From an optimization exercise on the open Yosys and OpenROAD flow, aimed at small area, a short achievable clock period and few clock cycles per item; shortcuts taken in it are not production practice.
RTL that was checked went through simulation tests only; none was proved equivalent to the original.
Only the layout flow was run in run 5; the RTL was not checked for function there.
Power is estimated from default activity; no workload was simulated.

### flow/config.mk
export PLATFORM = sky130hd
export DESIGN_NAME = oxdon_rs_dec
export DESIGN_NICKNAME = oxdon_rs_dec
export VERILOG_FILES = /design/flow/design.v
export SDC_FILE = /design/flow/constraint.sdc
export NUM_CORES = 4
export LEC_CHECK = 0
export CAP_MARGIN = 20
export CORE_MARGIN = 2
export CORE_UTILIZATION = 25
export PLACE_DENSITY = 0.3
export SLEW_MARGIN = 20
### flow/constraint.sdc
create_clock -name core_clock -period 20.0 [get_ports {clk}]
set_input_delay 4.0000 -clock core_clock [delete_from_list [all_inputs] [get_ports {clk}]]
set_output_delay 4.0000 -clock core_clock [all_outputs]
set_load 0.01 [all_outputs]
### flow/design.v
module oxdon_rs_dec (
    input  wire       clk,
    input  wire       rst,           
    input  wire       in_valid,
    input  wire [9:0] in_sym,
    output wire       in_ready,
    output reg        err_valid,
    output reg  [9:0] err_pos,       
    output reg  [9:0] err_val,       
    output reg        cw_done,
    output reg        cw_fail,
    output reg  [4:0] cw_nerr
);
    localparam integer T    = 15;
    localparam integer NPAR = 2 * T;      
    localparam [4:0] LAM = 5'd1;
    function [9:0] phi;
        input [9:0] x;
        begin
            phi[0] = ^(x & 10'h177);
            phi[1] = ^(x & 10'h188);
            phi[2] = ^(x & 10'h3e4);
            phi[3] = ^(x & 10'h2c0);
            phi[4] = ^(x & 10'h184);
            phi[5] = ^(x & 10'h0f0);
            phi[6] = ^(x & 10'h12a);
            phi[7] = ^(x & 10'h136);
            phi[8] = ^(x & 10'h070);
            phi[9] = ^(x & 10'h3bc);
        end
    endfunction
    function [9:0] phiinv;
        input [9:0] x;
        begin
            phiinv[0] = ^(x & 10'h06f);
            phiinv[1] = ^(x & 10'h05e);
            phiinv[2] = ^(x & 10'h22a);
            phiinv[3] = ^(x & 10'h238);
            phiinv[4] = ^(x & 10'h0d2);
            phiinv[5] = ^(x & 10'h13c);
            phiinv[6] = ^(x & 10'h0ee);
            phiinv[7] = ^(x & 10'h120);
            phiinv[8] = ^(x & 10'h31a);
            phiinv[9] = ^(x & 10'h1c6);
        end
    endfunction
    function [4:0] inv5;
        input [4:0] a;
        begin
            case (a)
                5'd0: inv5 = 5'd0;
                5'd1: inv5 = 5'd1;
                5'd2: inv5 = 5'd18;
                5'd3: inv5 = 5'd28;
                5'd4: inv5 = 5'd9;
                5'd5: inv5 = 5'd23;
                5'd6: inv5 = 5'd14;
                5'd7: inv5 = 5'd12;
                5'd8: inv5 = 5'd22;
                5'd9: inv5 = 5'd4;
                5'd10: inv5 = 5'd25;
                5'd11: inv5 = 5'd16;
                5'd12: inv5 = 5'd7;
                5'd13: inv5 = 5'd15;
                5'd14: inv5 = 5'd6;
                5'd15: inv5 = 5'd13;
                5'd16: inv5 = 5'd11;
                5'd17: inv5 = 5'd24;
                5'd18: inv5 = 5'd2;
                5'd19: inv5 = 5'd29;
                5'd20: inv5 = 5'd30;
                5'd21: inv5 = 5'd26;
                5'd22: inv5 = 5'd8;
                5'd23: inv5 = 5'd5;
                5'd24: inv5 = 5'd17;
                5'd25: inv5 = 5'd10;
                5'd26: inv5 = 5'd21;
                5'd27: inv5 = 5'd31;
                5'd28: inv5 = 5'd3;
                5'd29: inv5 = 5'd19;
                5'd30: inv5 = 5'd20;
                5'd31: inv5 = 5'd27;
                default: inv5 = 5'd0;
            endcase
        end
    endfunction
    function [9:0] gf_mul;
        input [9:0] a;
        input [9:0] b;
        integer i;
        reg [9:0] p, x;
        begin
            p = 10'd0;
            x = a;
            for (i = 0; i < 10; i = i + 1) begin
                if (b[i]) p = p ^ x;
                x = {x[8:0], 1'b0} ^ (x[9] ? 10'h009 : 10'h000);
            end
            gf_mul = p;
        end
    endfunction
    function [9:0] gf_pow_alpha;
        input integer n;
        integer i;
        reg [9:0] x;
        begin
            x = 10'd1;
            for (i = 0; i < n; i = i + 1)
                x = {x[8:0], 1'b0} ^ (x[9] ? 10'h009 : 10'h000);
            gf_pow_alpha = x;
        end
    endfunction
    function [99:0] gf_cmat;
        input [9:0] c;
        integer i, k;
        reg [9:0] col;
        begin
            gf_cmat = 100'd0;
            for (i = 0; i < 10; i = i + 1) begin
                col = gf_mul(10'd1 << i, c);
                for (k = 0; k < 10; k = k + 1)
                    gf_cmat[10 * k + i] = col[k];
            end
        end
    endfunction
    function [9:0] gf_mat;
        input [9:0]  x;
        input [99:0] m;
        integer k;
        begin
            for (k = 0; k < 10; k = k + 1)
                gf_mat[k] = ^(x & m[10 * k +: 10]);
        end
    endfunction
    function [4:0] mul5;
        input [4:0] a;
        input [4:0] b;
        integer i;
        reg [4:0] p, x;
        begin
            p = 5'd0;
            x = a;
            for (i = 0; i < 5; i = i + 1) begin
                if (b[i]) p = p ^ x;
                x = {x[3:0], 1'b0} ^ (x[4] ? 5'h05 : 5'h00);
            end
            mul5 = p;
        end
    endfunction
    function [9:0] cmul;
        input [9:0] a;
        input [9:0] b;
        reg [4:0] p1, p0, pm;
        begin
            p1 = mul5(a[9:5], b[9:5]);
            p0 = mul5(a[4:0], b[4:0]);
            pm = mul5(a[9:5] ^ a[4:0], b[9:5] ^ b[4:0]);
            cmul = {pm ^ p0, p0 ^ mul5(LAM, p1)};
        end
    endfunction
    reg  [9:0] syn [0:NPAR-1];
    reg  [9:0] in_cnt;
    reg        syn_full;                  
    reg        in_rdy;
    wire       copy;                      
    assign in_ready = in_rdy;
    wire fire  = in_valid && in_rdy;
    wire first = (in_cnt == 10'd0);
    wire last  = (in_cnt == 10'd543);
    genvar gj;
    generate
        for (gj = 0; gj < NPAR; gj = gj + 1) begin : g_syn
            localparam [99:0] MJ = gf_cmat(gf_pow_alpha(gj));
            always @(posedge clk)
                if (fire)
                    syn[gj] <= (first ? 10'd0 : gf_mat(syn[gj], MJ)) ^ in_sym;
        end
    endgenerate
    localparam [2:0] S_IDLE  = 3'd0;
    localparam [2:0] S_SETUP = 3'd1;
    localparam [2:0] S_STEP  = 3'd2;
    localparam [2:0] S_DRAIN = 3'd3;
    localparam [2:0] S_ZERO  = 3'd4;
    localparam [2:0] S_CHIEN = 3'd5;
    localparam [2:0] S_FLUSH = 3'd6;
    localparam [2:0] S_DONE  = 3'd7;
    reg [2:0] st;
    reg       om_ph;                      
    reg [9:0] s_cp [0:NPAR-1];            
    reg [9:0] la [0:T];                   
    reg [9:0] bb [0:T];                   
    reg [9:0] gam, dl, acc;
    reg [4:0] r;                          
    reg [4:0] L;                          
    reg [4:0] ln;                         
    reg [4:0] m;                          
    reg [3:0] i;                          
    reg [4:0] ks;                         
    reg [5:0] jb;                         
    reg       swp, upd, vq, fl;
    reg [9:0] nq, sq;
    reg [3:0] oi;                         
    reg [9:0] kpos;                       
    reg [4:0] roots;
    reg [1:0] fcnt;
    reg  s_pend;
    wire be_free = (st == S_IDLE) || (st == S_CHIEN) || (st == S_FLUSH) || (st == S_DONE);
    assign copy  = syn_full && !s_pend && be_free;
    wire start   = (st == S_IDLE) && s_pend;
    wire copy_ok_n = !((s_pend && st != S_IDLE) || copy) &&
                     ((st == S_CHIEN) || (st == S_FLUSH) || (st == S_DONE) ||
                      (st == S_IDLE && !s_pend));
    wire [9:0] a_rd  = (i <= L[3:0] && !L[4]) ? la[i] : 10'd0;
    wire [9:0] b_rd  = jb[5] ? 10'd0 : bb[jb[3:0]];
    wire [9:0] nw    = upd ? (gf_mul(gam, a_rd) ^ gf_mul(dl, b_rd)) : a_rd;
    wire [9:0] s_rd  = (ks < 5'd30) ? s_cp[ks] : 10'd0;
    wire [9:0] acc_n = acc ^ gf_mul(nq, sq);
    wire       upd_c = (dl != 10'd0);
    wire       swp_c = upd_c && ({L, 1'b0} <= {1'b0, r});
    wire [4:0] ln_c  = swp_c ? (r + 5'd1 - L) : L;
    reg [9:0] sum_l, sum_o, sum_w;
    integer ci;
    always @(*) begin
        sum_l = 10'd0;
        sum_o = 10'd0;
        sum_w = 10'd0;
        for (ci = 0; ci <= T; ci = ci + 1) begin
            sum_l = sum_l ^ la[ci];
            if (ci % 2 == 1) sum_o = sum_o ^ la[ci];
        end
        for (ci = 0; ci < T; ci = ci + 1)
            sum_w = sum_w ^ bb[ci];
    end
    wire ch_root = (sum_l == 10'd0);
    wire ch_last = (kpos == 10'd0) || (ch_root && (roots + 5'd1 == L));
    reg [9:0] la_st [0:T];
    reg [9:0] bb_st [0:T];
    genvar gi;
    generate
        for (gi = 0; gi <= T; gi = gi + 1) begin : g_chien
            localparam [99:0] MI = gf_cmat(gf_pow_alpha((1023 - gi) % 1023));
            always @(*) begin
                la_st[gi] = gf_mat(la[gi], MI);
                bb_st[gi] = gf_mat(bb[gi], MI);
            end
        end
    endgenerate
    wire       in_chien = (st == S_CHIEN);
    wire       bm_step  = (st == S_STEP);
    integer k;
    always @(posedge clk) begin
        if (copy)
            for (k = 0; k < NPAR; k = k + 1) s_cp[k] <= syn[k];
        if (start) begin
            la[0] <= 10'd1;
            bb[0] <= 10'd1;
        end
        for (k = 0; k <= T; k = k + 1) begin
            if (in_chien)
                la[k] <= la_st[k];
            else if (bm_step && upd && i == k)
                la[k] <= nw;
            else if (st == S_ZERO && {1'b0, oi} + 5'd1 == k)
                la[k] <= 10'd0;
        end
        for (k = 0; k <= T; k = k + 1) begin
            if (in_chien)
                bb[k] <= bb_st[k];
            else if (bm_step && swp && i == k)
                bb[k] <= a_rd;
            else if (st == S_DRAIN && om_ph && oi == k)
                bb[k] <= acc_n;
            else if (st == S_ZERO && oi == k)
                bb[k] <= 10'd0;
        end
    end
    always @(posedge clk) begin
        nq <= nw;
        sq <= s_rd;
        if (st == S_SETUP)
            acc <= 10'd0;
        else if (vq)
            acc <= acc_n;
    end
    always @(posedge clk) begin
        if (rst) begin
            st       <= S_IDLE;
            in_cnt   <= 10'd0;
            syn_full <= 1'b0;
            in_rdy   <= 1'b1;
            s_pend   <= 1'b0;
            vq       <= 1'b0;
            cw_done  <= 1'b0;
        end else begin
            if (fire)
                in_cnt <= last ? 10'd0 : in_cnt + 10'd1;
            syn_full <= (syn_full && !copy) || (fire && last);
            in_rdy   <= !((syn_full && !copy) || (fire && last)) || copy_ok_n;
            s_pend   <= (s_pend && !start) || copy;
            vq       <= bm_step;
            cw_done  <= 1'b0;
            case (st)
                S_IDLE: begin
                    if (start) begin
                        gam   <= 10'd1;
                        dl    <= s_cp[0];
                        L     <= 5'd0;
                        m     <= 5'd0;
                        r     <= 5'd0;
                        om_ph <= 1'b0;
                        fl    <= 1'b0;
                        st    <= S_SETUP;
                    end
                end
                S_SETUP: begin
                    if (!om_ph) begin
                        if (ln_c > 5'd15) begin
                            fl <= 1'b1;
                            st <= S_DONE;
                        end else begin
                            upd <= upd_c;
                            swp <= swp_c;
                            ln  <= ln_c;
                            i   <= ln_c[3:0];
                            ks  <= r + 5'd1 - ln_c;
                            jb  <= {1'b0, ln_c} - 6'd1 - {1'b0, m};
                            st  <= S_STEP;
                        end
                    end else if (L == 5'd0) begin
                        st <= S_DONE;                  
                    end else if ({1'b0, oi} >= L) begin
                        st <= S_ZERO;
                    end else begin
                        upd <= 1'b0;
                        swp <= 1'b0;
                        i   <= oi;
                        ks  <= 5'd0;
                        jb  <= 6'h3f;
                        st  <= S_STEP;
                    end
                end
                S_STEP: begin
                    i  <= i - 4'd1;
                    ks <= ks + 5'd1;
                    jb <= jb - 6'd1;
                    if (i == 4'd0) st <= S_DRAIN;
                end
                S_DRAIN: begin
                    dl <= acc_n;
                    if (!om_ph) begin
                        if (swp) begin
                            gam <= dl;
                            m   <= 5'd0;
                        end else begin
                            m   <= m + 5'd1;
                        end
                        L <= ln;
                        if (r == 5'd29) begin
                            om_ph <= 1'b1;
                            oi    <= 4'd0;
                        end
                        r  <= r + 5'd1;
                        st <= S_SETUP;
                    end else begin
                        oi <= oi + 4'd1;
                        st <= (oi == 4'd14) ? S_CHIEN : S_SETUP;
                    end
                    kpos  <= 10'd543;
                    roots <= 5'd0;
                end
                S_ZERO: begin
                    oi <= oi + 4'd1;
                    if (oi == 4'd14) st <= S_CHIEN;
                    kpos  <= 10'd543;
                    roots <= 5'd0;
                end
                S_CHIEN: begin
                    kpos  <= kpos - 10'd1;
                    roots <= roots + {4'd0, ch_root};
                    fcnt  <= 2'd0;
                    if (ch_last) st <= S_FLUSH;
                end
                S_FLUSH: begin
                    kpos <= kpos - 10'd1;
                    fcnt <= fcnt + 2'd1;
                    if (fcnt == 2'd1) st <= S_DONE;
                end
                S_DONE: begin
                    cw_done <= 1'b1;
                    cw_fail <= fl || (roots != L);
                    cw_nerr <= roots;
                    st      <= S_IDLE;
                end
                default: st <= S_IDLE;
            endcase
        end
    end
    reg        f1_v, f2_v;
    reg [9:0]  f1_a, f1_w, f2_u;
    reg [4:0]  f2_d;
    wire [4:0] fa1 = f1_a[9:5];
    wire [4:0] fa0 = f1_a[4:0];
    wire [4:0] fdel = mul5(fa0, fa0) ^ mul5(fa0, fa1) ^ mul5(LAM, mul5(fa1, fa1));
    wire [9:0] fe  = {mul5(f2_u[9:5], f2_d), mul5(f2_u[4:0], f2_d)};
    always @(posedge clk) begin
        f1_a    <= phi(sum_o);
        f1_w    <= phi(sum_w);
        f2_d    <= inv5(fdel);
        f2_u    <= cmul(f1_w, {fa1, fa0 ^ fa1});
        err_pos <= kpos + 10'd2;
        err_val <= phiinv(fe);
        if (rst) begin
            f1_v      <= 1'b0;
            f2_v      <= 1'b0;
            err_valid <= 1'b0;
        end else begin
            f1_v      <= in_chien && ch_root;
            f2_v      <= f1_v;
            err_valid <= f2_v;
        end
    end
endmodule
### flow/run.sh
#!/bin/bash
# synth_recipe.tcl (not shown) runs the flow's synth.tcl, then flattens the netlist and writes it again
# the make line also repeats each setting of config.mk as NAME=value (left out here)
make -C /OpenROAD-flow-scripts/flow DESIGN_CONFIG=/design/flow/config.mk WORK_HOME=/design/flow/orfs CLKGATE_MAP_FILE= SYNTH_SCRIPT=/design/flow/synth_recipe.tcl finish
==> results.ini, run 1 <==
[cells_and_area]
layout-drive-gt1-share = 0.08068
area_growth_pct = 14.44
fin_nets = 6150
fillers = 27240

[setup_path]
endpoint = syn[9][0]
cp.depth = 5
rrSetupSlack_ps = 14040
worst_path_max_delay_cell = buf_4
reg2reg_to = la[3][6]
reg2reg_from = i[2]
timing.critical_path.from = in_valid
end_kind = flop
critical_path.max_stage_delay_ps = 920
ff2ff_path_depth = 12
cp.required_ps = 20410
crit_family = buffers and inverters
arrival_ps = 7400
cp_cell_sequence = clkdlybuf4s50_1, and2_4, buf_4, buf_4, buf_4
cp_common_cell = buf_4
critPathMaxFanout = 67
path_class = input pin to flop
cp_num_buf_inv = 4
start_kind = input pin

[placement]
place_congestion = 0.8381
dpl.hpwl_microns = 196700
portBuffers = 41

[routing]
postRouteAntennaNets = 0
wl_met3_microns = 10060
totalWireLength_microns = 289200
dr_wl_met2_microns = 142800
dr.pass1.iters = 8
routed.top_layer = met4
vias_per_cell = 4.877
drtIter0Drc = 4154
avgRoutedWirePerCell_microns = 29.80
vias = 47320
drt_drc_violations_left = 0
m1WireLength_microns = 128800

[global_route]
grt_pass1_wl_microns = 403300
grt_max_degree = 131
gr-total-overflow = 0
grt_antenna_before_repair = 10
grt.total_usage = 0.2106
grt_pass1_vias = 47700

[logic_synthesis]
synth_edf_count = 1006
netlist_area_sq_um = 66190
synthCells = 6109
syn_nets = 6195
ys_seq_area_frac = 0.4885
ys_ff_latch = 1112
synth_ff_type = edfxtp_1
synthArstFlopShare = 0
synth_cell_types = 93
avgSynthCellArea_sq_um = 10.83
ys_warn_count = 7

[sta]
hold_viol = 0
holdWs_ps = 429.0
fin_crit_sh = 0.3496
rsz0062_at_grt = no
fmax_mhz = 143.0
setup_tns_ps = 0
setup_viol_count_final = 0
report.final.slew_viol_count = 0
fin_worst_skew_ps = 45.31
worst_pin_slew_ps = 1124
finalCriticalPeriod_ps = 6993
relSlewSlack = 0.2452

[pwr]
total_power_uw = 13950
p_leak_uw = 0.02475
power_density_nw_per_um2 = 184.2
ir_drop_uv = 420.5

[die]
row_count = 188
start_util = 0.2519
core_sq_um = 262700
fp.dieH_microns = 518.5
dieArea_sq_um = 268900
chipWidth_microns = 518.5
io_pins = 42

[outcome]
outcome = no timing/DRC/antenna violations

[clock_tree]
ctsHoldBuffers = 0
h-tree-depth = 4
clock_path_buffers = 3
cts_resized = 0
cts_tree = done
clk_pin_slew_ps = 60
root_buffer = clkbuf_16
insertion_delay_ps = 810
post_cts_buffers = 0
numCtsBuffers = 150
clock_sinks = 1112

[job]
cap_viol_max_count = 0

[hold_path]
hp-class = flop to flop

[per-stage QoR]
| step | cells | utilization | setup WS (ps) | instance area, sq um |
|---|---|---|---|---|
| after floorplan | 6109 | - | 5947 | 66190 |
| after global placement | 9418 | 0.2694 | 12050 | 70780 |
| after detailed placement | 9420 | 0.2695 | 12090 | 70810 |
| after CTS | 9693 | 0.2880 | 12960 | 75680 |
| after global routing | 9701 | 0.2883 | 12850 | 75750 |
| final | 9703 | 0.2883 | 13010 | 75750 |
[flip-flops by register name, indices dropped and copies added (netlist names), 10 cells and up]
| signal | cells |
|---|---|
| acc | 10 |
| err_pos | 10 |
| nq | 10 |
| dl | 10 |
| err_val | 10 |
| s_cp | 300 |
| syn | 300 |
| bb | 160 |
| kpos | 10 |
| la | 160 |
| f1_a | 10 |
| f2_u | 10 |
| gam | 10 |
| sq | 10 |
| in_cnt | 10 |
| f1_w | 10 |
[layer usage]
| metal | track usage | up-vias |
|---|---|---|
| met4 | 0.05235 | 0 |
| met5 | 0 | - |
| met2 | 0.3655 | 1122 |
| li1 | - | 21540 |
| met1 | 0.2774 | 24360 |
| met3 | 0.02351 | 291 |
[power breakdown]
part           total [uW]  switching (uW)  leakage (uW)  internal [uW]
clock                2700            1160       0.00235           1540
sequential           3350             447       0.00979           2910
combinational        7900            5450        0.0126           2450
total               14000            7060        0.0248           6900
[final cells by class]
cell class / count / area [sq um] / share of cell area
Timing Repair Buffer: 201 / 1595 / 0.02106
Clock buffer: 202 / 4049 / 0.05345
Sequential cell: 1112 / 32330 / 0.4268
Tap cell: 3515 / 4398 / 0.05806
Clock inverter: 71 / 815.8 / 0.01077
Multi-Input combinational cell: 4470 / 32070 / 0.4234
Antenna cell: 3 / 7.507 / 0.00009910
Inverter: 129 / 484.2 / 0.006392
[cell usage after synthesis, types with 45 or more instances]
cell	n	area [sq um]
a21oi_1	161	805.8
nand2b_1	45	281.5
o21ai_0	211	1056
buf_2	45	225.2
edfxtp_1	1006	30210
xor2_1	532	4659
nand3_1	84	420.4
dfxtp_1	106	2122
a221oi_1	89	779.5
ha_1	70	875.8
clkbuf_1	298	1119
xnor2_1	1178	10320
a22o_1	50	437.9
a22oi_1	170	1276
nor2_1	246	923.4
o22ai_1	106	663.1
inv_1	125	469.2
mux2i_1	46	460.4
nand2_1	839	3149
a222oi_1	60	600.6
nor3_1	47	235.2
[worst min-delay path by stage]
stage | to | slack [ps] | cells past startpoint | start
2_1_floorplan | err_pos[0] | 390 | 0 | kpos[0]
3_3_place_gp | err_valid | 430 | 1 | f2_v
3_5_place_dp | f2_v | 430 | 1 | f1_v
4_1_cts | err_pos[0] | 430 | 0 | kpos[0]
5_1_grt | err_valid | 450 | 1 | f2_v
6_report | err_pos[0] | 430 | 0 | kpos[0]
[cell families after synthesis]
logic type	share of synthesized area
and+or+nand+nor	0.09733
xor gates and xnor gates	0.2365
muxes	0.01274
AOI/OAI and AO/OA	0.1181
adders and majority gates	0.01414
buffers and inverters	0.03272
DFF	0.4885
[placed cells by master, fill, tap and decap left out, types with 40 or more instances in the layout]
cell type,count
nor2_1,234
clkbuf_16,150
dfxtp_1,106
xnor2_1,1168
ha_1,69
a21oi_1,153
o21ai_0,211
a22oi_1,170
a22o_1,50
nand2b_1,45
nor3_1,43
clkbuf_1,42
buf_4,163
nand3_1,83
inv_1,125
nor2b_1,40
edfxtp_1,1006
o22ai_1,106
a221oi_1,89
o211ai_1,44
xor2_1,531
a222oi_1,60
nand2_1,839
mux2i_1,46
Testbench counts, summed over its fixed seeds: cycles 183,270, codewords 320.
==> run 2, diff against run 1 <==
--- a/flow/design.v
+++ b/flow/design.v
@@ -159,13 +159,19 @@
         end
     endfunction
+    reg        v_q, first_q, last_q;
+    reg  [9:0] s_q;
+    reg  [9:0] in_cnt;                    
+    reg        in_rdy;
+    wire       take = in_valid && in_rdy;
+    wire       last = (in_cnt == 10'd543);
+    assign in_ready = in_rdy;
+    always @(posedge clk) begin
+        s_q     <= in_sym;
+        first_q <= (in_cnt == 10'd0);
+        last_q  <= last;
+    end
     reg  [9:0] syn [0:NPAR-1];
-    reg  [9:0] in_cnt;
     reg        syn_full;                  
-    reg        in_rdy;
     wire       copy;                      
-    assign in_ready = in_rdy;
-    wire fire  = in_valid && in_rdy;
-    wire first = (in_cnt == 10'd0);
-    wire last  = (in_cnt == 10'd543);
     genvar gj;
     generate
@@ -173,35 +179,34 @@
             localparam [99:0] MJ = gf_cmat(gf_pow_alpha(gj));
             always @(posedge clk)
-                if (fire)
-                    syn[gj] <= (first ? 10'd0 : gf_mat(syn[gj], MJ)) ^ in_sym;
+                if (v_q)
+                    syn[gj] <= (first_q ? 10'd0 : gf_mat(syn[gj], MJ)) ^ s_q;
         end
     endgenerate
     localparam [2:0] S_IDLE  = 3'd0;
-    localparam [2:0] S_SETUP = 3'd1;
+    localparam [2:0] S_SETUP = 3'd1;      
     localparam [2:0] S_STEP  = 3'd2;
-    localparam [2:0] S_DRAIN = 3'd3;
-    localparam [2:0] S_ZERO  = 3'd4;
+    localparam [2:0] S_DRAIN = 3'd3;      
     localparam [2:0] S_CHIEN = 3'd5;
     localparam [2:0] S_FLUSH = 3'd6;
     localparam [2:0] S_DONE  = 3'd7;
-    reg [2:0] st;
-    reg       om_ph;                      
-    reg [9:0] s_cp [0:NPAR-1];            
-    reg [9:0] la [0:T];                   
-    reg [9:0] bb [0:T];                   
-    reg [9:0] gam, dl, acc;
-    reg [4:0] r;                          
-    reg [4:0] L;                          
-    reg [4:0] ln;                         
-    reg [4:0] m;                          
-    reg [3:0] i;                          
-    reg [4:0] ks;                         
-    reg [5:0] jb;                         
-    reg       swp, upd, vq, fl;
-    reg [9:0] nq, sq;
-    reg [3:0] oi;                         
-    reg [9:0] kpos;                       
-    reg [4:0] roots;
-    reg [1:0] fcnt;
+    reg [2:0]  st;
+    reg        om_ph;                     
+    reg [9:0]  s_cp [0:NPAR-1];           
+    reg [9:0]  la [0:T];                  
+    reg [9:0]  bb [0:T];                  
+    reg [9:0]  gam, dl, acc;
+    reg [4:0]  r;                         
+    reg [4:0]  L;                         
+    reg [4:0]  ln;                        
+    reg [4:0]  m;                         
+    reg [T:0]  i_oh;                      
+    reg [T:0]  j_oh;                      
+    reg [4:0]  ks;                        
+    reg        swp, upd, vq, fl;
+    reg [9:0]  nq, sq;
+    reg [3:0]  oi;                        
+    reg [9:0]  kpos;                      
+    reg [4:0]  roots;
+    reg [1:0]  fcnt;
     reg  s_pend;
     wire be_free = (st == S_IDLE) || (st == S_CHIEN) || (st == S_FLUSH) || (st == S_DONE);
@@ -211,12 +216,25 @@
                      ((st == S_CHIEN) || (st == S_FLUSH) || (st == S_DONE) ||
                       (st == S_IDLE && !s_pend));
-    wire [9:0] a_rd  = (i <= L[3:0] && !L[4]) ? la[i] : 10'd0;
-    wire [9:0] b_rd  = jb[5] ? 10'd0 : bb[jb[3:0]];
+    reg [9:0] a_rd, b_rd;
+    integer q;
+    always @(*) begin
+        a_rd = 10'd0;
+        b_rd = 10'd0;
+        for (q = 0; q <= T; q = q + 1) begin
+            if (i_oh[q] && q <= L) a_rd = a_rd | la[q];
+            if (j_oh[q])           b_rd = b_rd | bb[q];
+        end
+    end
     wire [9:0] nw    = upd ? (gf_mul(gam, a_rd) ^ gf_mul(dl, b_rd)) : a_rd;
     wire [9:0] s_rd  = (ks < 5'd30) ? s_cp[ks] : 10'd0;
     wire [9:0] acc_n = acc ^ gf_mul(nq, sq);
-    wire       upd_c = (dl != 10'd0);
-    wire       swp_c = upd_c && ({L, 1'b0} <= {1'b0, r});
-    wire [4:0] ln_c  = swp_c ? (r + 5'd1 - L) : L;
+    wire [4:0] m_n   = swp ? 5'd0 : m + 5'd1;
+    wire [4:0] r_n   = r + 5'd1;
+    wire       upd_c = (acc_n != 10'd0);
+    wire       swp_c = upd_c && ({ln, 1'b0} <= {1'b0, r_n});
+    wire [4:0] ln_c  = swp_c ? (r_n + 5'd1 - ln) : ln;
+    wire [5:0] jb_c  = {1'b0, ln_c} - 6'd1 - {1'b0, m_n};
+    wire [3:0] oi_n  = om_ph ? oi + 4'd1 : 4'd0;
+    wire       om_end = (st == S_DRAIN) && om_ph && ({1'b0, oi_n} == L);
     reg [9:0] sum_l, sum_o, sum_w;
     integer ci;
@@ -239,5 +257,5 @@
     generate
         for (gi = 0; gi <= T; gi = gi + 1) begin : g_chien
-            localparam [99:0] MI = gf_cmat(gf_pow_alpha((1023 - gi) % 1023));
+            localparam [99:0] MI = gf_cmat(gf_pow_alpha(T - gi));
             always @(*) begin
                 la_st[gi] = gf_mat(la[gi], MI);
@@ -259,7 +277,7 @@
             if (in_chien)
                 la[k] <= la_st[k];
-            else if (bm_step && upd && i == k)
+            else if (bm_step && upd && i_oh[k])
                 la[k] <= nw;
-            else if (st == S_ZERO && {1'b0, oi} + 5'd1 == k)
+            else if (om_end && k > L)
                 la[k] <= 10'd0;
         end
@@ -267,9 +285,9 @@
             if (in_chien)
                 bb[k] <= bb_st[k];
-            else if (bm_step && swp && i == k)
+            else if (bm_step && swp && i_oh[k])
                 bb[k] <= a_rd;
             else if (st == S_DRAIN && om_ph && oi == k)
                 bb[k] <= acc_n;
-            else if (st == S_ZERO && oi == k)
+            else if (om_end && k >= L)
                 bb[k] <= 10'd0;
         end
@@ -278,12 +296,15 @@
         nq <= nw;
         sq <= s_rd;
-        if (st == S_SETUP)
+        if (st == S_DRAIN || st == S_SETUP)
             acc <= 10'd0;
         else if (vq)
             acc <= acc_n;
     end
+    wire       syn_full_n = (syn_full && !copy) || (v_q && last_q);
+    wire [9:0] in_cnt_n   = take ? (last ? 10'd0 : in_cnt + 10'd1) : in_cnt;
     always @(posedge clk) begin
         if (rst) begin
             st       <= S_IDLE;
+            v_q      <= 1'b0;
             in_cnt   <= 10'd0;
             syn_full <= 1'b0;
@@ -293,8 +314,9 @@
             cw_done  <= 1'b0;
         end else begin
-            if (fire)
-                in_cnt <= last ? 10'd0 : in_cnt + 10'd1;
-            syn_full <= (syn_full && !copy) || (fire && last);
-            in_rdy   <= !((syn_full && !copy) || (fire && last)) || copy_ok_n;
+            v_q      <= take;
+            in_cnt   <= in_cnt_n;
+            syn_full <= syn_full_n;
+            in_rdy   <= (in_cnt_n != 10'd0) || copy_ok_n ||
+                        !(syn_full_n || (take && last));
             s_pend   <= (s_pend && !start) || copy;
             vq       <= bm_step;
@@ -310,68 +332,62 @@
                         om_ph <= 1'b0;
                         fl    <= 1'b0;
+                        roots <= 5'd0;
                         st    <= S_SETUP;
                     end
                 end
                 S_SETUP: begin
-                    if (!om_ph) begin
-                        if (ln_c > 5'd15) begin
-                            fl <= 1'b1;
-                            st <= S_DONE;
-                        end else begin
-                            upd <= upd_c;
-                            swp <= swp_c;
-                            ln  <= ln_c;
-                            i   <= ln_c[3:0];
-                            ks  <= r + 5'd1 - ln_c;
-                            jb  <= {1'b0, ln_c} - 6'd1 - {1'b0, m};
-                            st  <= S_STEP;
-                        end
-                    end else if (L == 5'd0) begin
-                        st <= S_DONE;                  
-                    end else if ({1'b0, oi} >= L) begin
-                        st <= S_ZERO;
-                    end else begin
-                        upd <= 1'b0;
-                        swp <= 1'b0;
-                        i   <= oi;
-                        ks  <= 5'd0;
-                        jb  <= 6'h3f;
-                        st  <= S_STEP;
-                    end
+                    upd  <= (dl != 10'd0);
+                    swp  <= (dl != 10'd0);
+                    ln   <= {4'd0, dl != 10'd0};
+                    i_oh <= (dl != 10'd0) ? 16'd2 : 16'd1;
+                    j_oh <= (dl != 10'd0) ? 16'd1 : 16'd0;
+                    ks   <= (dl != 10'd0) ? 5'd0 : 5'd1;
+                    st   <= S_STEP;
                 end
                 S_STEP: begin
-                    i  <= i - 4'd1;
-                    ks <= ks + 5'd1;
-                    jb <= jb - 6'd1;
-                    if (i == 4'd0) st <= S_DRAIN;
+                    i_oh <= i_oh >> 1;
+                    j_oh <= j_oh >> 1;
+                    ks   <= ks + 5'd1;
+                    if (i_oh[0]) st <= S_DRAIN;
                 end
                 S_DRAIN: begin
                     dl <= acc_n;
                     if (!om_ph) begin
-                        if (swp) begin
-                            gam <= dl;
-                            m   <= 5'd0;
-                        end else begin
-                            m   <= m + 5'd1;
-                        end
+                        if (swp) gam <= dl;
+                        m <= m_n;
                         L <= ln;
-                        if (r == 5'd29) begin
-                            om_ph <= 1'b1;
-                            oi    <= 4'd0;
+                        r <= r_n;
+                    end
+                    oi <= oi_n;
+                    if (!om_ph && r != 5'd29) begin
+                        if (ln_c > 5'd15) begin
+                            fl <= 1'b1;
+                            st <= S_DONE;
+                        end else begin
+                            upd  <= upd_c;
+                            swp  <= swp_c;
+                            ln   <= ln_c;
+                            i_oh <= 16'd1 << ln_c[3:0];
+                            j_oh <= jb_c[5] ? 16'd0 : (16'd1 << jb_c[3:0]);
+                            ks   <= r_n + 5'd1 - ln_c;
+                            st   <= S_STEP;
                         end
-                        r  <= r + 5'd1;
-                        st <= S_SETUP;
                     end else begin
-                        oi <= oi + 4'd1;
-                        st <= (oi == 4'd14) ? S_CHIEN : S_SETUP;
+                        om_ph <= 1'b1;
+                        if (!om_ph && ln == 5'd0)
+                            st <= S_DONE;              
+                        else if (om_end)
+                            st <= S_CHIEN;
+                        else begin
+                            upd  <= 1'b0;
+                            swp  <= 1'b0;
+                            i_oh <= 16'd1 << oi_n;
+                            j_oh <= 16'd0;
+                            ks   <= 5'd0;
+                            st   <= S_STEP;
+                        end
                     end
                     kpos  <= 10'd543;
                     roots <= 5'd0;
-                end
-                S_ZERO: begin
-                    oi <= oi + 4'd1;
-                    if (oi == 4'd14) st <= S_CHIEN;
-                    kpos  <= 10'd543;
-                    roots <= 5'd0;
                 end
                 S_CHIEN: begin
==> results.ini, run 2 <==
[outcome]
outcome = no timing/DRC/antenna violations

[logic_synthesis]
synth_mux_area_frac = 0.006120  ; -0.006621
synth_top_area_share = 0.4632  ; +0.006759
yosys.area_share.adder = 0.01063  ; -0.003514
ys_warn_count = 7  ; unchanged
netlist_area_sq_um = 66650  ; +0.70%
synth_top_family_by_area = XOR/XNOR gates
synth_xor_area_frac = 0.2313  ; -0.005163
synth_area_leader_cell = edfxtp_1
ys_ff_latch = 1147  ; +3.1%
synth-simple-area-share = 0.09880  ; +0.001468
synth_compound_area_frac = 0.1235  ; +0.005360
avgSynthCellArea_sq_um = 10.93  ; +0.88%
synthCells = 6098  ; -0.18%
synthTopCellsByCount = xnor2_1 (1147), edfxtp_1 (1028), xor2_1 (555)
synth.most_common_cell = xnor2_1
syn_nets = 6165  ; -0.48%
synthArstFlopShare = 0  ; unchanged
ys_seq_area_frac = 0.4989  ; +0.01044
synth_ff_type = edfxtp_1
synth_cell_types = 95  ; +2.2%
synthTopCellsByArea = edfxtp_1 (46%), xnor2_1 (15%), xor2_1 (7.3%)
synth_edf_count = 1028  ; +2.2%

[clock_tree]
ctsHoldBuffers = 0  ; unchanged
root_buffer = clkbuf_16
clock_sinks = 1147  ; +3.1%
numCtsBuffers = 154  ; +2.7%
insertion_delay_ps = 830  ; +20 ps
clk_pin_slew_ps = 70  ; about the same
post_cts_buffers = 0  ; unchanged
cts_tree = done
cts_resized = 0  ; unchanged
h-tree-depth = 4  ; unchanged
clock_path_buffers = 3  ; unchanged

[setup_path]
path_class = flop to flop
arrival_ps = 6500  ; -900 ps
critPathMaxFanout = 16  ; -76%
start_kind = flop
end_kind = flop
reg2reg_to = j_oh[0]
reg2reg_from = nq[2]
cp.required_ps = 20530  ; +120 ps
ff2ff_path_depth = 15  ; +3
rrSetupSlack_ps = 14030  ; about the same

[placement]
place_inst = 9387  ; -0.35%
portBuffers = 41  ; unchanged
post_dp_cell_area_sq_um = 71020  ; +0.30%
place_congestion = 0.8691  ; +3.7%
dpl.hpwl_microns = 201000  ; +2.2%

[sta]
setup_viol_count_final = 0  ; unchanged
holdWs_ps = 449.5  ; +20.48 ps
report.final.slew_viol_count = 0  ; unchanged
setup_tns_ps = 0  ; unchanged
finalCriticalPeriod_ps = 5965  ; -1027 ps
fin_crit_sh = 0.2983  ; -0.05136
hold_viol = 0  ; unchanged
fin_worst_skew_ps = 62.96  ; +17.65 ps
worst_pin_slew_ps = 1170  ; +46.07 ps
rsz0062_at_grt = no
relSlewSlack = 0.2161  ; -0.02917
fmax_mhz = 167.6  ; +17%

[pwr]
pwr-share-clk = 0.212  ; +0.019
p_int_uw = 6982  ; +1.2%
p_sw_frac = 0.4779  ; -0.02775
p_seq_frac = 0.262  ; +0.022
p_sw_uw = 6391  ; -9.4%
p_leak_uw = 0.02560  ; +3.4%
power_frac_comb = 0.526  ; -0.040
ir_drop_uv = 259.8  ; -38%
power_density_nw_per_um2 = 175.7  ; -4.6%

[routing]
drtIter0Drc = 4131  ; -0.55%
postRouteAntennaNets = 0  ; unchanged
vias_per_cell = 4.939  ; +1.3%
vias = 47720  ; +0.85%
avgRoutedWirePerCell_microns = 30.31  ; +1.7%
totalWireLength_microns = 292900  ; +1.3%
drt_drc_violations_left = 0  ; unchanged
dr.pass1.iters = 6  ; -2

[cells_and_area]
fillers = 27330  ; +0.33%
fin_nets = 6077  ; -1.2%
layout-drive-gt1-share = 0.07701  ; -0.003668
multi_input_area_sq_um = 31550  ; -1.6%
layout_common_cells = xnor2_1 (1139), edfxtp_1 (1028), xor2_1 (554), nand2_1 (541), nor2_1 (495)
final_area_sq_um = 76130  ; +0.51%
top_regs = s_cp x300, syn x300
area_growth_pct = 14.23
regArea_sq_um = 33290  ; +3.0%
final_common_cell = xnor2_1
fin_cells = 9663  ; -0.41%

[die]
fp.dieH_microns = 520.3  ; +0.35%
dieArea_sq_um = 270700  ; +0.69%
core_sq_um = 265100  ; +0.89%
io_pins = 42  ; unchanged
chipWidth_microns = 520.3  ; +0.35%
start_util = 0.2514  ; -0.0004901
row_count = 189  ; +0.53%

[global_route]
grt_pass1_vias = 47890  ; +0.40%
grt_pass1_wl_microns = 406700  ; +0.84%
gr-total-overflow = 0  ; unchanged
grt_max_degree = 146  ; +11%
grt.total_usage = 0.2122  ; +0.001592
grt_antenna_before_repair = 9  ; -1

[hold_path]
hold-path-cell-count = 0  ; unchanged
whs_endpoint = s_cp[4][5]
hp-class = flop to flop
min_from = syn[4][5]

[job]
cap_viol_max_count = 0  ; unchanged

## run 2: worst max-delay path by stage
stage	start	endpoint
after floorplan	v_q	in_rdy
after global placement	in_valid	in_rdy
after detailed placement	in_valid	in_rdy
after CTS	nq[6]	j_oh[0]
after global routing	nq[6]	j_oh[0]
final	nq[2]	j_oh[0]
## run 2: layer usage
layer | GRT usage | share of wire | vias to the layer above
li1 | - | - | 21550
met2 | 0.3695 | 0.50 | 1204
met5 | 0 | 0.000044 | -
met1 | 0.2768 | 0.44 | 24620
met4 | 0.05927 | 0.029 | 2
met3 | 0.02291 | 0.035 | 343
## run 2: per-stage QoR
step / setup slack [ps] / util / power, uW
2_1_floorplan: 11430 / - / 7515
3_3_place_gp: 13520 / 0.2678 / 10640
3_5_place_dp: 13660 / 0.2679 / 10590
4_1_cts: 13980 / 0.2871 / 13520
5_1_grt: 13680 / 0.2872 / 14010
6_report: 14030 / 0.2872 / 13370
## run 2: power by group through the flow
stage	registers (uW)	clock network, uW	logic, uW
after global routing	3550	3000	7460
after CTS	3520	2920	7090
after detailed placement	3560	0	7030
after floorplan	3180	0	4330
after global placement	3570	0	7070
final	3510	2830	7030
## run 2: logic make-up after synthesis
family	Yosys count
compound gates	1154
xor+xnor	1726
fa+ha+maj	55
buf+inv	499
flops	1147
mux	38
simple gates	1479
## run 2: area by class of cell
class	count	area share
Multi-Input combinational cell	4452	0.4144
Inverter	70	0.003550
Clock inverter	58	0.009729
Tap cell	3533	0.05806
Antenna cell	1	0.00003287
Timing Repair Buffer	185	0.01985
Sequential cell	1147	0.4373
Clock buffer	217	0.05709
## run 2: critical path, cell delays in order (launching register included)
cell	delay, ps
dfxtp_1	910
xor2_2	340
nor2_1	80
a2111oi_0	440
xnor3_1	320
xnor3_1	380
buf_4	400
nor3_2	130
a31oi_4	420
mux2i_1	600
ha_1	290
inv_1	60
fa_1	430
xnor2_1	340
nor2_1	170
a221o_1	320
Testbench counts of run 2, summed over its fixed seeds: cycles 180,081, codewords 320.
==> run 3, diff against run 2 <==
--- a/flow/design.v
+++ b/flow/design.v
@@ -208,5 +208,4 @@
     reg [9:0]  kpos;                      
     reg [4:0]  roots;
-    reg [1:0]  fcnt;
     reg  s_pend;
     wire be_free = (st == S_IDLE) || (st == S_CHIEN) || (st == S_FLUSH) || (st == S_DONE);
@@ -233,6 +232,11 @@
     wire       upd_c = (acc_n != 10'd0);
     wire       swp_c = upd_c && ({ln, 1'b0} <= {1'b0, r_n});
-    wire [4:0] ln_c  = swp_c ? (r_n + 5'd1 - ln) : ln;
-    wire [5:0] jb_c  = {1'b0, ln_c} - 6'd1 - {1'b0, m_n};
+    wire [4:0] lnA   = r_n + 5'd1 - ln;
+    wire [5:0] jbA   = {1'b0, lnA} - 6'd1 - {1'b0, m_n};
+    wire [5:0] jbB   = {1'b0, ln} - 6'd1 - {1'b0, m_n};
+    wire [T:0] iA    = 16'd1 << lnA[3:0];
+    wire [T:0] iB    = 16'd1 << ln[3:0];
+    wire [T:0] jA    = jbA[5] ? 16'd0 : (16'd1 << jbA[3:0]);
+    wire [T:0] jB    = jbB[5] ? 16'd0 : (16'd1 << jbB[3:0]);
     wire [3:0] oi_n  = om_ph ? oi + 4'd1 : 4'd0;
     wire       om_end = (st == S_DRAIN) && om_ph && ({1'b0, oi_n} == L);
@@ -361,5 +365,5 @@
                     oi <= oi_n;
                     if (!om_ph && r != 5'd29) begin
-                        if (ln_c > 5'd15) begin
+                        if (swp_c && lnA > 5'd15) begin
                             fl <= 1'b1;
                             st <= S_DONE;
@@ -367,8 +371,8 @@
                             upd  <= upd_c;
                             swp  <= swp_c;
-                            ln   <= ln_c;
-                            i_oh <= 16'd1 << ln_c[3:0];
-                            j_oh <= jb_c[5] ? 16'd0 : (16'd1 << jb_c[3:0]);
-                            ks   <= r_n + 5'd1 - ln_c;
+                            ln   <= swp_c ? lnA : ln;
+                            i_oh <= swp_c ? iA : iB;
+                            j_oh <= swp_c ? jA : jB;
+                            ks   <= swp_c ? ln : lnA;      
                             st   <= S_STEP;
                         end
@@ -394,11 +398,9 @@
                     kpos  <= kpos - 10'd1;
                     roots <= roots + {4'd0, ch_root};
-                    fcnt  <= 2'd0;
                     if (ch_last) st <= S_FLUSH;
                 end
                 S_FLUSH: begin
                     kpos <= kpos - 10'd1;
-                    fcnt <= fcnt + 2'd1;
-                    if (fcnt == 2'd1) st <= S_DONE;
+                    st   <= S_DONE;
                 end
                 S_DONE: begin
@@ -412,7 +414,9 @@
         end
     end
-    reg        f1_v, f2_v;
-    reg [9:0]  f1_a, f1_w, f2_u;
+    reg        f2_v;
+    reg [9:0]  f2_u;
     reg [4:0]  f2_d;
+    wire [9:0] f1_a = phi(sum_o);
+    wire [9:0] f1_w = phi(sum_w);
     wire [4:0] fa1 = f1_a[9:5];
     wire [4:0] fa0 = f1_a[4:0];
@@ -420,17 +424,13 @@
     wire [9:0] fe  = {mul5(f2_u[9:5], f2_d), mul5(f2_u[4:0], f2_d)};
     always @(posedge clk) begin
-        f1_a    <= phi(sum_o);
-        f1_w    <= phi(sum_w);
         f2_d    <= inv5(fdel);
         f2_u    <= cmul(f1_w, {fa1, fa0 ^ fa1});
-        err_pos <= kpos + 10'd2;
+        err_pos <= kpos + 10'd1;
         err_val <= phiinv(fe);
         if (rst) begin
-            f1_v      <= 1'b0;
             f2_v      <= 1'b0;
             err_valid <= 1'b0;
         end else begin
-            f1_v      <= in_chien && ch_root;
-            f2_v      <= f1_v;
+            f2_v      <= in_chien && ch_root;
             err_valid <= f2_v;
         end
--- a/flow/config.mk
+++ b/flow/config.mk
@@ -8,5 +8,5 @@
 export CAP_MARGIN = 20
 export CORE_MARGIN = 2
-export CORE_UTILIZATION = 25
-export PLACE_DENSITY = 0.3
+export CORE_UTILIZATION = 50
+export PLACE_DENSITY = 0.6
 export SLEW_MARGIN = 20
==> results.ini, run 3 <==
[setup_path]
cp_cell_sequence = or3_1, o21a_1, a222oi_1, and3_1, nand2_1, nand2_1, xnor2_1, xnor2_1, xnor2_1, xnor2_1, xnor2_4, o22ai_1
worst_path_max_delay_cell = nand2_1
rrSetupSlack_ps = 14070  ; +30 ps
path_class = flop to flop
start_kind = flop
ff2ff_path_depth = 12  ; -3
endpoint = la[0][3]
critPathMaxFanout = 20  ; +4
timing.critical_path.from = L[2]
reg2reg_from = L[2]
cp.required_ps = 20500  ; -30 ps
end_kind = flop
reg2reg_to = la[0][3]
cp_common_cell = xnor2_1
arrival_ps = 6430  ; -70 ps
critical_path.max_stage_delay_ps = 930  ; +20 ps

[clock_tree]
clock_path_buffers = 3  ; unchanged
cts_tree = done
ctsHoldBuffers = 0  ; unchanged
insertion_delay_ps = 800  ; -30 ps
root_buffer = clkbuf_16
cts_resized = 0  ; unchanged
numCtsBuffers = 132  ; -14%
h-tree-depth = 4  ; unchanged
clock_sinks = 1124  ; -2.0%
clk_pin_slew_ps = 60  ; about the same
post_cts_buffers = 0  ; unchanged

[placement]
post_dp_cell_area_sq_um = 68520  ; -3.5%
portBuffers = 41  ; unchanged
place_inst = 7540  ; -20%
dpl.hpwl_microns = 151700  ; -25%
place_congestion = 1.018  ; +17%

[die]
row_count = 133  ; -30%
core_sq_um = 131600  ; -50%
fp.dieH_microns = 368.5  ; -29%
io_pins = 42  ; unchanged
dieArea_sq_um = 135800  ; -50%
chipWidth_microns = 368.5  ; -29%
start_util = 0.5046  ; +0.2532

[logic_synthesis]
netlist_area_sq_um = 66420  ; -0.35%
synth_ff_type = edfxtp_1
avgSynthCellArea_sq_um = 11.00  ; +0.64%
synthTopCellsByArea = edfxtp_1 (46%), xnor2_1 (14%), xor2_1 (7.2%)
synth_top_area_share = 0.4639  ; +0.0007099
synth_edf_count = 1026  ; -0.19%
syn_nets = 6107  ; -0.94%
ys_warn_count = 7  ; unchanged
ys_ff_latch = 1124  ; -2.0%
synth_cell_types = 90  ; -5.3%
ys_seq_area_frac = 0.4934  ; -0.005495
synthArstFlopShare = 0  ; unchanged
synthTopCellsByCount = xnor2_1 (1089), edfxtp_1 (1026), xor2_1 (543)
synth.most_common_cell = xnor2_1
synthCells = 6038  ; -0.98%
synth_area_leader_cell = edfxtp_1

[cells_and_area]
regArea_sq_um = 32790  ; -1.5%
top_regs = s_cp x300, syn x300
n_antenna_cell = 0  ; -1
fin_nets = 5989  ; -1.4%
layout_common_cells = xnor2_1 (1075), edfxtp_1 (1026), xor2_1 (543), nand2_1 (535), nor2_1 (522)
final_common_cell = xnor2_1
fin_cells = 7780  ; -19%
postLayoutCoreUtil = 0.5537  ; +0.2665
fillers = 11200  ; -59%
final_area_sq_um = 72890  ; -4.3%
layout-drive-gt1-share = 0.06855  ; -0.008463
area_growth_pct = 9.743
multi_input_area_sq_um = 32020  ; +1.5%

[sta]
setup_tns_ps = 0  ; unchanged
fin_crit_sh = 0.2965  ; -0.001730
finalCriticalPeriod_ps = 5931  ; -34.60 ps
worst_pin_slew_ps = 1212  ; +42.05 ps
fin_worst_skew_ps = 35.81  ; -27.15 ps
relSlewSlack = 0.1889  ; -0.02718
report.final.slew_viol_count = 0  ; unchanged
fmax_mhz = 168.6  ; +0.58%
hold_viol = 0  ; unchanged
rsz0062_at_grt = no
setup_viol_count_final = 0  ; unchanged

[pwr]
power_density_nw_per_um2 = 143.1  ; -19%
p_seq_frac = 0.287  ; +0.025
p_leak_uw = 0.02535  ; -1.0%
pwr-share-clk = 0.235  ; +0.023
power_frac_comb = 0.478  ; -0.048
total_power_uw = 10430  ; -22%
ir_drop_uv = 360.6  ; +39%
p_sw_uw = 4234  ; -34%
p_sw_frac = 0.4059  ; -0.07202
p_int_uw = 6198  ; -11%

[global_route]
grt_pass1_wl_microns = 323700  ; -20%
grt_pass1_vias = 46230  ; -3.5%
gr-total-overflow = 0  ; unchanged
grt_antenna_before_repair = 2  ; -7
grt_max_degree = 166  ; +14%
grt.total_usage = 0.3238  ; +0.1116

[routing]
totalWireLength_microns = 223100  ; -24%
dr.pass1.iters = 10  ; +4
postRouteAntennaNets = 0  ; unchanged
vias = 48500  ; +1.6%
drt_drc_violations_left = 0  ; unchanged
avgRoutedWirePerCell_microns = 28.67  ; -5.4%
vias_per_cell = 6.234  ; +26%
drtIter0Drc = 6122  ; +48%

[outcome]
outcome = no timing/DRC/antenna violations

[job]
cap_viol_max_count = 0  ; unchanged

[hold_path]
hp-class = flop to flop

run 3: cells by family (layout without fill, tap and decap cells):
group	Yosys count	count (layout)	share of synthesized area
multiplexers	46	46	0.007799
AO/OA/AOI/OAI	1112	1112	0.1197
adder cells (fa/ha/maj)	56	56	0.01089
AND/OR/NAND/NOR	1521	1521	0.1020
buffers and inverters	474	461	0.02794
XOR/XNOR	1705	1705	0.2383
flip-flops	1124	1124	0.4934
run 3: metal layers:
| layer | routed length, microns | global-route usage | up-vias | part of all wire |
|---|---|---|---|---|
| met5 | 11 | 0 | - | 0.000049 |
| met4 | 16290 | 0.2008 | 2 | 0.073 |
| met3 | 19110 | 0.05310 | 633 | 0.086 |
| met2 | 101600 | 0.5056 | 2643 | 0.46 |
| met1 | 86070 | 0.4220 | 23880 | 0.39 |
| li1 | - | - | 21350 | - |
run 3: metrics by stage:
stage	worst slack (ps)	hold slack [ps]
floorplan	5617	413.8
global placement	13500	431.1
detailed placement	13600	435.8
CTS	14220	445.8
global route	13850	459.9
finish	14070	446.4
run 3: layout make-up:
| type | instances | area share |
|---|---|---|
| Sequential cell | 1124 | 0.4499 |
| Clock buffer | 181 | 0.05021 |
| Multi-Input combinational cell | 4440 | 0.4393 |
| Clock inverter | 58 | 0.009441 |
| Inverter | 68 | 0.003605 |
| Tap cell | 1755 | 0.03013 |
| Timing Repair Buffer | 154 | 0.01746 |
run 3: worst min path at each step:
| stage | cells past startpoint | end | start |
|---|---|---|---|
| global placement | 0 | s_cp[3][5] | syn[3][5] |
| CTS | 0 | s_cp[3][5] | syn[3][5] |
| detailed placement | 0 | s_cp[0][2] | syn[0][2] |
| global route | 0 | s_cp[3][5] | syn[3][5] |
| floorplan | 1 | err_valid | f2_v |
| finish | 0 | s_cp[3][5] | syn[3][5] |
run 3: power by group through the flow:
stage          clock [uW]  combinational, uW  sequential [uW]
2_1_floorplan           0               3640             2910
3_3_place_gp            0               4800             3030
3_5_place_dp            0               4870             3040
4_1_cts              2470               4920             2990
5_1_grt              2560               5360             3010
6_report             2450               4990             2990
run 3: worst max-delay path: cells and delay by family (launching register included):
kind	cells	cell delay (ps)
XOR/XNOR	5	1460
AND/OR/NAND/NOR	4	2500
AO/OA/AOI/OAI	3	950
flip-flops	1	690
Testbench counts of run 3, summed over its fixed seeds: cycles 180,032, codewords 320.
==> run 4, diff against run 3 <==
--- a/flow/config.mk
+++ b/flow/config.mk
@@ -8,5 +8,5 @@
 export CAP_MARGIN = 20
 export CORE_MARGIN = 2
-export CORE_UTILIZATION = 50
-export PLACE_DENSITY = 0.6
+export CORE_UTILIZATION = 25
+export PLACE_DENSITY = 0.3
 export SLEW_MARGIN = 20
==> results.ini, run 4 <==
[clock_tree]
clk_pin_slew_ps = 60  ; about the same
h-tree-depth = 4  ; unchanged
root_buffer = clkbuf_16
cts_resized = 0  ; unchanged
clock_sinks = 1124  ; unchanged
insertion_delay_ps = 870  ; +70 ps
numCtsBuffers = 161  ; +22%
post_cts_buffers = 0  ; unchanged
cts_tree = done
ctsHoldBuffers = 0  ; unchanged
clock_path_buffers = 4  ; +1

[sta]
finalCriticalPeriod_ps = 5961  ; +30.50 ps
worst_pin_slew_ps = 1237  ; +24.65 ps
fin_crit_sh = 0.2981  ; +0.001525
report.final.slew_viol_count = 0  ; unchanged
setup_viol_count_final = 0  ; unchanged
rsz0062_at_grt = no
fmax_mhz = 167.8  ; -0.51%
fin_worst_skew_ps = 57.78  ; +21.97 ps
setup_tns_ps = 0  ; unchanged
holdWs_ps = 440.5  ; -5.899 ps
hold_viol = 0  ; unchanged
relSlewSlack = 0.1746  ; -0.01433

[routing]
postRouteAntennaNets = 0  ; unchanged
vias = 47270  ; -2.5%
vias_per_cell = 4.904  ; -21%
dr.pass1.iters = 7  ; -3
drt_drc_violations_left = 0  ; unchanged
avgRoutedWirePerCell_microns = 30.15  ; +5.2%
totalWireLength_microns = 290600  ; +30%
drtIter0Drc = 4043  ; -34%

[job]
cap_viol_max_count = 0  ; unchanged

[setup_path]
path_class = flop to flop
rrSetupSlack_ps = 14040  ; -30 ps
cp.required_ps = 20710  ; +210 ps
critPathMaxFanout = 13  ; -35%
reg2reg_from = la[9][9]
arrival_ps = 6670  ; +240 ps
end_kind = flop
start_kind = flop
reg2reg_to = f2_d[1]
ff2ff_path_depth = 17  ; +5

[logic_synthesis]
ys_warn_count = 7  ; unchanged
ys_seq_area_frac = 0.4934  ; unchanged
synth_area_leader_cell = edfxtp_1
synth.most_common_cell = xnor2_1
netlist_area_sq_um = 66420  ; unchanged
synthCells = 6038  ; unchanged
synth_ff_type = edfxtp_1
syn_nets = 6107  ; unchanged
synth_edf_count = 1026  ; unchanged
ys_ff_latch = 1124  ; unchanged
synthArstFlopShare = 0  ; unchanged
synthTopCellsByCount = xnor2_1 (1089), edfxtp_1 (1026), xor2_1 (543)
synth_top_area_share = 0.4639  ; unchanged
avgSynthCellArea_sq_um = 11.00  ; unchanged
synthTopCellsByArea = edfxtp_1 (46%), xnor2_1 (14%), xor2_1 (7.2%)
synth_cell_types = 90  ; unchanged

[pwr]
p_seq_frac = 0.273  ; -0.014
p_sw_uw = 4610  ; +8.9%
power_frac_comb = 0.477  ; about the same
total_power_uw = 11010  ; +5.5%
p_leak_uw = 0.02577  ; +1.7%
p_int_uw = 6400  ; +3.3%
power_density_nw_per_um2 = 145.0  ; +1.3%
pwr-share-clk = 0.250  ; +0.015
p_sw_frac = 0.4187  ; +0.01282
ir_drop_uv = 249.6  ; -31%

[cells_and_area]
final_area_sq_um = 75910  ; +4.1%
area_growth_pct = 14.29
fin_nets = 6050  ; +1.0%
regArea_sq_um = 32800  ; about the same
top_regs = s_cp x300, syn x300
postLayoutCoreUtil = 0.2869  ; -0.2669
layout_common_cells = xnor2_1 (1075), edfxtp_1 (1026), xor2_1 (543), nand2_1 (535), nor2_1 (513)
final_common_cell = xnor2_1
layout-drive-gt1-share = 0.07738  ; +0.008829
multi_input_area_sq_um = 32020  ; about the same
fillers = 27200  ; +140%

[outcome]
outcome = no timing/DRC/antenna violations

[die]
fp.dieH_microns = 519.4  ; +41%
io_pins = 42  ; unchanged
core_sq_um = 264600  ; +100%
start_util = 0.2510  ; -0.2536
dieArea_sq_um = 269800  ; +99%
row_count = 189  ; +42%
chipWidth_microns = 519.4  ; +41%

[global_route]
grt_antenna_before_repair = 2  ; unchanged
grt.total_usage = 0.2104  ; -0.1135
gr-total-overflow = 0  ; unchanged
grt_max_degree = 172  ; +3.6%
grt_pass1_vias = 47640  ; +3.1%
grt_pass1_wl_microns = 404100  ; +25%

[placement]
portBuffers = 41  ; unchanged
dpl.hpwl_microns = 198700  ; +31%
place_congestion = 0.8565  ; -16%
post_dp_cell_area_sq_um = 71040  ; +3.7%

[hold_path]
whs_endpoint = s_cp[4][3]
hp-class = flop to flop
min_from = syn[4][3]
hold-path-cell-count = 0  ; unchanged

-- run 4: cell count changes in the layout (fill, tap and decap cells not counted), sizes merged --
cell,before,now
clkinvlp,6,3
clkinv,34,50
inv,77,71
bufinv,9,5
diode,0,5
buf,113,145
clkbuf,181,221
-- run 4: area by class of cell --
cell class                 instances  area share
sequential                      1124      0.4321
multi-input combinational       4440      0.4219
clock buffer                     221     0.05836
tap                             3533     0.05823
timing repair buffer             186     0.02021
clock inverter                    61    0.005653
inverter                          68    0.003461
antenna                            5   0.0001648
-- run 4: logic make-up (layout without fill, tap and decap cells) --
group / after synthesis / in the layout / synth area share
compound gates: 1112 / 1112 / 0.1197
xor+xnor: 1705 / 1705 / 0.2383
fa+ha+maj: 56 / 56 / 0.01089
buf+inv: 474 / 536 / 0.02794
flops: 1124 / 1124 / 0.4934
mux: 46 / 46 / 0.007799
other cells: 0 / 5 / 0
simple gates: 1521 / 1521 / 0.1020
-- run 4: critical path, cell delays in order (launching register included) --
cell	delay, ps
edfxtp_1	480
xnor2_1	370
xnor2_1	180
xnor2_2	690
xnor2_1	320
xnor2_2	780
xnor2_4	250
inv_4	100
ha_1	300
mux2i_1	160
xnor2_1	160
xnor2_1	170
xnor3_1	520
inv_1	270
ha_1	270
mux4_1	480
nor2b_1	140
a31o_1	190
-- run 4: power groups by stage --
stage / clock (uW) / sequential (uW) / combinational, uW
6_report: 2750 / 3000 / 5260
5_1_grt: 2910 / 3020 / 5700
3_5_place_dp: 0 / 3050 / 5270
3_3_place_gp: 0 / 3060 / 5300
4_1_cts: 2840 / 3010 / 5320
2_1_floorplan: 0 / 2910 / 3640
-- run 4: how the worst max path moves through the flow --
stage	startpoint	end	slack [ps]	depth (start not counted)
floorplan	st[0]	s_cp[0][0]	5620	5
global placement	in_valid	in_rdy	13320	8
detailed placement	in_valid	in_rdy	13510	8
CTS	la[9][8]	f2_d[1]	14040	18
global route	la[9][9]	f2_d[1]	13760	17
finish	la[9][9]	f2_d[1]	14040	17
-- run 4: layer usage --
metal  up-vias  share of wire  wire length [microns]  GRT usage
li1      21480              -                      -          -
met1     24270           0.44                 128000     0.2751
met2      1171           0.49                 142700     0.3618
met3       344          0.034                   9787    0.02160
met4         0          0.035                  10140    0.06903
met5         -              0                      0          0
-- run 4: stage by stage --
stage,setup WS (ps),std cells
2_1_floorplan,5617,6038
3_3_place_gp,13320,9349
3_5_place_dp,13510,9351
4_1_cts,14040,9633
5_1_grt,13760,9634
6_report,14040,9638
==> run 5, diff against run 4 <==
--- a/flow/design.v
+++ b/flow/design.v
@@ -221,5 +221,5 @@
         b_rd = 10'd0;
         for (q = 0; q <= T; q = q + 1) begin
-            if (i_oh[q] && q <= L) a_rd = a_rd | la[q];
+            if (i_oh[q])           a_rd = a_rd | la[q];
             if (j_oh[q])           b_rd = b_rd | bb[q];
         end
@@ -241,19 +241,20 @@
     wire [3:0] oi_n  = om_ph ? oi + 4'd1 : 4'd0;
     wire       om_end = (st == S_DRAIN) && om_ph && ({1'b0, oi_n} == L);
-    reg [9:0] sum_l, sum_o, sum_w;
+    reg [9:0] sum_e, sum_o, sum_w;
     integer ci;
     always @(*) begin
-        sum_l = 10'd0;
+        sum_e = 10'd0;
         sum_o = 10'd0;
         sum_w = 10'd0;
         for (ci = 0; ci <= T; ci = ci + 1) begin
-            sum_l = sum_l ^ la[ci];
             if (ci % 2 == 1) sum_o = sum_o ^ la[ci];
+            else             sum_e = sum_e ^ la[ci];
         end
         for (ci = 0; ci < T; ci = ci + 1)
             sum_w = sum_w ^ bb[ci];
     end
+    wire [9:0] sum_l = sum_e ^ sum_o;
     wire ch_root = (sum_l == 10'd0);
-    wire ch_last = (kpos == 10'd0) || (ch_root && (roots + 5'd1 == L));
+    wire ch_last = (kpos == 10'd1) || (ch_root && (roots + 5'd1 == L));
     reg [9:0] la_st [0:T];
     reg [9:0] bb_st [0:T];
@@ -274,8 +275,6 @@
         if (copy)
             for (k = 0; k < NPAR; k = k + 1) s_cp[k] <= syn[k];
-        if (start) begin
-            la[0] <= 10'd1;
+        if (start)
             bb[0] <= 10'd1;
-        end
         for (k = 0; k <= T; k = k + 1) begin
             if (in_chien)
@@ -283,6 +282,6 @@
             else if (bm_step && upd && i_oh[k])
                 la[k] <= nw;
-            else if (om_end && k > L)
-                la[k] <= 10'd0;
+            else if (start)
+                la[k] <= (k == 0) ? 10'd1 : 10'd0;
         end
         for (k = 0; k <= T; k = k + 1) begin
@@ -392,5 +391,5 @@
                         end
                     end
-                    kpos  <= 10'd543;
+                    kpos  <= 10'd544;
                     roots <= 5'd0;
                 end
@@ -422,9 +421,10 @@
     wire [4:0] fa0 = f1_a[4:0];
     wire [4:0] fdel = mul5(fa0, fa0) ^ mul5(fa0, fa1) ^ mul5(LAM, mul5(fa1, fa1));
-    wire [9:0] fe  = {mul5(f2_u[9:5], f2_d), mul5(f2_u[4:0], f2_d)};
+    wire [4:0] fdi = inv5(f2_d);
+    wire [9:0] fe  = {mul5(f2_u[9:5], fdi), mul5(f2_u[4:0], fdi)};
     always @(posedge clk) begin
-        f2_d    <= inv5(fdel);
+        f2_d    <= fdel;
         f2_u    <= cmul(f1_w, {fa1, fa0 ^ fa1});
-        err_pos <= kpos + 10'd1;
+        err_pos <= kpos;
         err_val <= phiinv(fe);
         if (rst) begin
==> flow/flow/run.sh (new file) <==
#!/bin/bash
# Layout flow: the standard layout (standard.sh: ORFS synthesis through
# finish, unchanged), except that the buffers global placement puts on the
# input and output ports are sky130_fd_sc_hd__buf_2 cells rather than the
# buffer buffer_ports picks by default (a slow delay cell on this platform).
# make's full output goes to flow_standard.log in the work folder; ORFS keeps
# each step's own log under orfs/logs/.
set -euo pipefail
export BUFFER_PORTS_ARGS="-buffer_cell sky130_fd_sc_hd__buf_2"
bash standard.sh > flow_standard.log 2>&1
==> flow/standard.sh (new file) <==
#!/bin/bash
# synth_recipe.tcl (not shown) runs the flow's synth.tcl, then flattens the netlist and writes it again
# the make line also repeats each setting of config.mk as NAME=value (left out here)
make -C /OpenROAD-flow-scripts/flow DESIGN_CONFIG=/design/flow/config.mk WORK_HOME=/design/flow/orfs CLKGATE_MAP_FILE= SYNTH_SCRIPT=/design/flow/synth_recipe.tcl "${@:-finish}"
removed: flow/run.sh
==> results.ini, run 5 <==
[outcome]
outcome = no timing/DRC/antenna violations

[logic_synthesis]
synth.most_common_cell = xnor2_1
synthCells = 5972  ; -1.1%
synth_area_leader_cell = edfxtp_1
netlist_area_sq_um = 65680  ; -1.1%

[pwr]
ir_drop_uv = 90.40  ; -64%
p_sw_uw = 1575  ; -66%
power_frac_comb = 0.079  ; -0.398
pwr-share-clk = 0.467  ; +0.217
power_density_nw_per_um2 = 79.74  ; -45%
p_seq_frac = 0.453  ; +0.180

[global_route]
top_usage_layer = met2
grt_pass1_wl_microns = 396700  ; -1.8%
grt_pass1_vias = 46390  ; -2.6%
grt.total_usage = 0.2116  ; +0.001245
grt_use_met3 = 0.02594  ; +0.004344

[setup_path]
worst_path_max_delay_cell = xnor3_1
arrival_ps = 6500  ; -170 ps
ff2ff_path_depth = 15  ; -2
cp_cell_sequence = xnor2_1, xnor2_1, xnor2_2, xnor3_1, xnor3_1, inv_1, ha_1, xor2_1, nand3_1, and3_1, nor3_1, o21a_1, or2_1, mux2_4, mux4_2
reg2reg_from = la[11][6]
cp.required_ps = 20690  ; -20 ps
end_kind = flop
critPathMaxFanout = 12  ; -1
path_class = flop to flop

[placement]
place_congestion = 0.8585  ; +0.23%
dpl.hpwl_microns = 197300  ; -0.70%
portBuffers = 41  ; unchanged

[cells_and_area]
layout_common_cells = xnor2_1 (1163), edfxtp_1 (1026), nand2_1 (508), xor2_1 (507), nor2_1 (480)
fin_nets = 5975  ; -1.2%
final_common_cell = xnor2_1
top_regs = s_cp x300, syn x300

[sta]
setup_viol_count_final = 0  ; unchanged
setup_tns_ps = 0  ; unchanged
hold_viol = 0  ; unchanged

[die]
dieArea_sq_um = 266900  ; -1.1%
core_sq_um = 261800  ; -1.1%
chipWidth_microns = 516.6  ; -0.55%
start_util = 0.2509  ; about the same

[routing]
postRouteAntennaNets = 0  ; unchanged
vias_per_cell = 4.853  ; -1.0%
drt_drc_violations_left = 0  ; unchanged

[clock_tree]
clk_pin_slew_ps = 60  ; about the same
post_cts_buffers = 0  ; unchanged
cts_resized = 0  ; unchanged

[hold_path]
hold-path-cell-count = 0  ; unchanged
min_from = kpos[3]
hp-class = flop to flop

[job]
cap_viol_max_count = 0  ; unchanged

-- run 5: logic make-up (layout without fill, tap and decap cells) --
logic type	count (synthesis)	count (layout)	synth area share
adder cells (fa/ha/maj)	57	57	0.01112
flip-flops	1124	1124	0.4989
AO/OA/AOI/OAI	1073	1073	0.1151
AND/OR/NAND/NOR	1434	1434	0.09703
multiplexers	54	54	0.009048
other	0	2	0
buffers and inverters	502	567	0.02903
XOR/XNOR	1728	1728	0.2397
-- run 5: area by class of cell --
type | instances | area (sq um)
multi-input combinational | 4346 | 31330
timing repair buffer | 191 | 1364
clock buffer | 197 | 4086
tap | 3515 | 4398
clock inverter | 87 | 996.0
fill | 27110 | 186500
inverter | 92 | 345.3
sequential | 1124 | 32810
antenna | 2 | 5.005
-- run 5: power groups by stage --
stage,Sequential [uW],Combinational [uW],Clock [uW]
2_1_floorplan,2740,316,0
3_3_place_gp,2780,475,0
3_5_place_dp,2770,476,0
4_1_cts,2730,479,2900
5_1_grt,2730,514,2980
6_report,2720,475,2810
-- run 5: worst max-delay path by stage --
stage | startpoint | endpoint | slack, ps
2_1_floorplan | st[1] | s_cp[0][0] | 5670
3_3_place_gp | rst | gam[2] | 13620
3_5_place_dp | rst | gam[1] | 13680
4_1_cts | la[3][4] | fdi[0] | 14040
5_1_grt | la[11][6] | fdi[0] | 13860
6_report | la[11][6] | fdi[0] | 14180
-- run 5: worst max-delay path: cells and delay by family (launching register included) --
family	cells	cell delay, ps
compound gates	1	380
xor+xnor	6	2610
fa+ha+maj	1	230
buf+inv	1	130
flops	1	500
mux	2	800
simple gates	4	1000
-- run 5: through the flow --
stage	util	std cells	worst slack [ps]	power, uW	cell area, sq um
after floorplan	-	5972	5668	3059	65680
after global placement	0.2681	9266	13620	3252	70190
after detailed placement	0.2682	9267	13680	3251	70220
after CTS	0.2876	9551	14040	6102	75300
after global routing	0.2877	9553	13860	6223	75330
final	0.2877	9554	14180	6007	75330
-- run 5: per-layer routing --
layer / wire [microns] / vias up
li1: - / 21100
met1: 125700 / 23710
met2: 141200 / 1267
met3: 10790 / 297
met4: 8423 / 0
met5: 0 / -

[afterwards: timing with drivers on the ports]
How much do the figures lean on ideal ports? The routed layouts below were timed once more, with nothing changed but the port constraints.
Step 1, drivers: a clkbuf_16 drives clk and a buf_2 each remaining input, both assumed.
Step 2 times the ports against the registers' clock, not the clock port: input delays grow and output delays shrink by t, the midpoint of the rising clock arrivals with the driver on.
Slacks: ideal ports / drivers / drivers and shift; pairs: ideal ports / drivers.
| run | shift t [ns] | slack for setup (ns) |
|---|---|---|
| run 1 | 0.881 | 13.007 / 13.070 / 12.189 |
| run 2 | 0.889 | 14.035 / 14.035 / 13.592 |
| run 3 | 0.863 | 14.069 / 14.069 / 13.578 |
| run 4 | 0.923 | 14.039 / 14.039 / 13.479 |
| run 5 | 0.898 | 14.183 / 14.183 / 13.694 |
After both steps setup and hold are still met in every run listed.
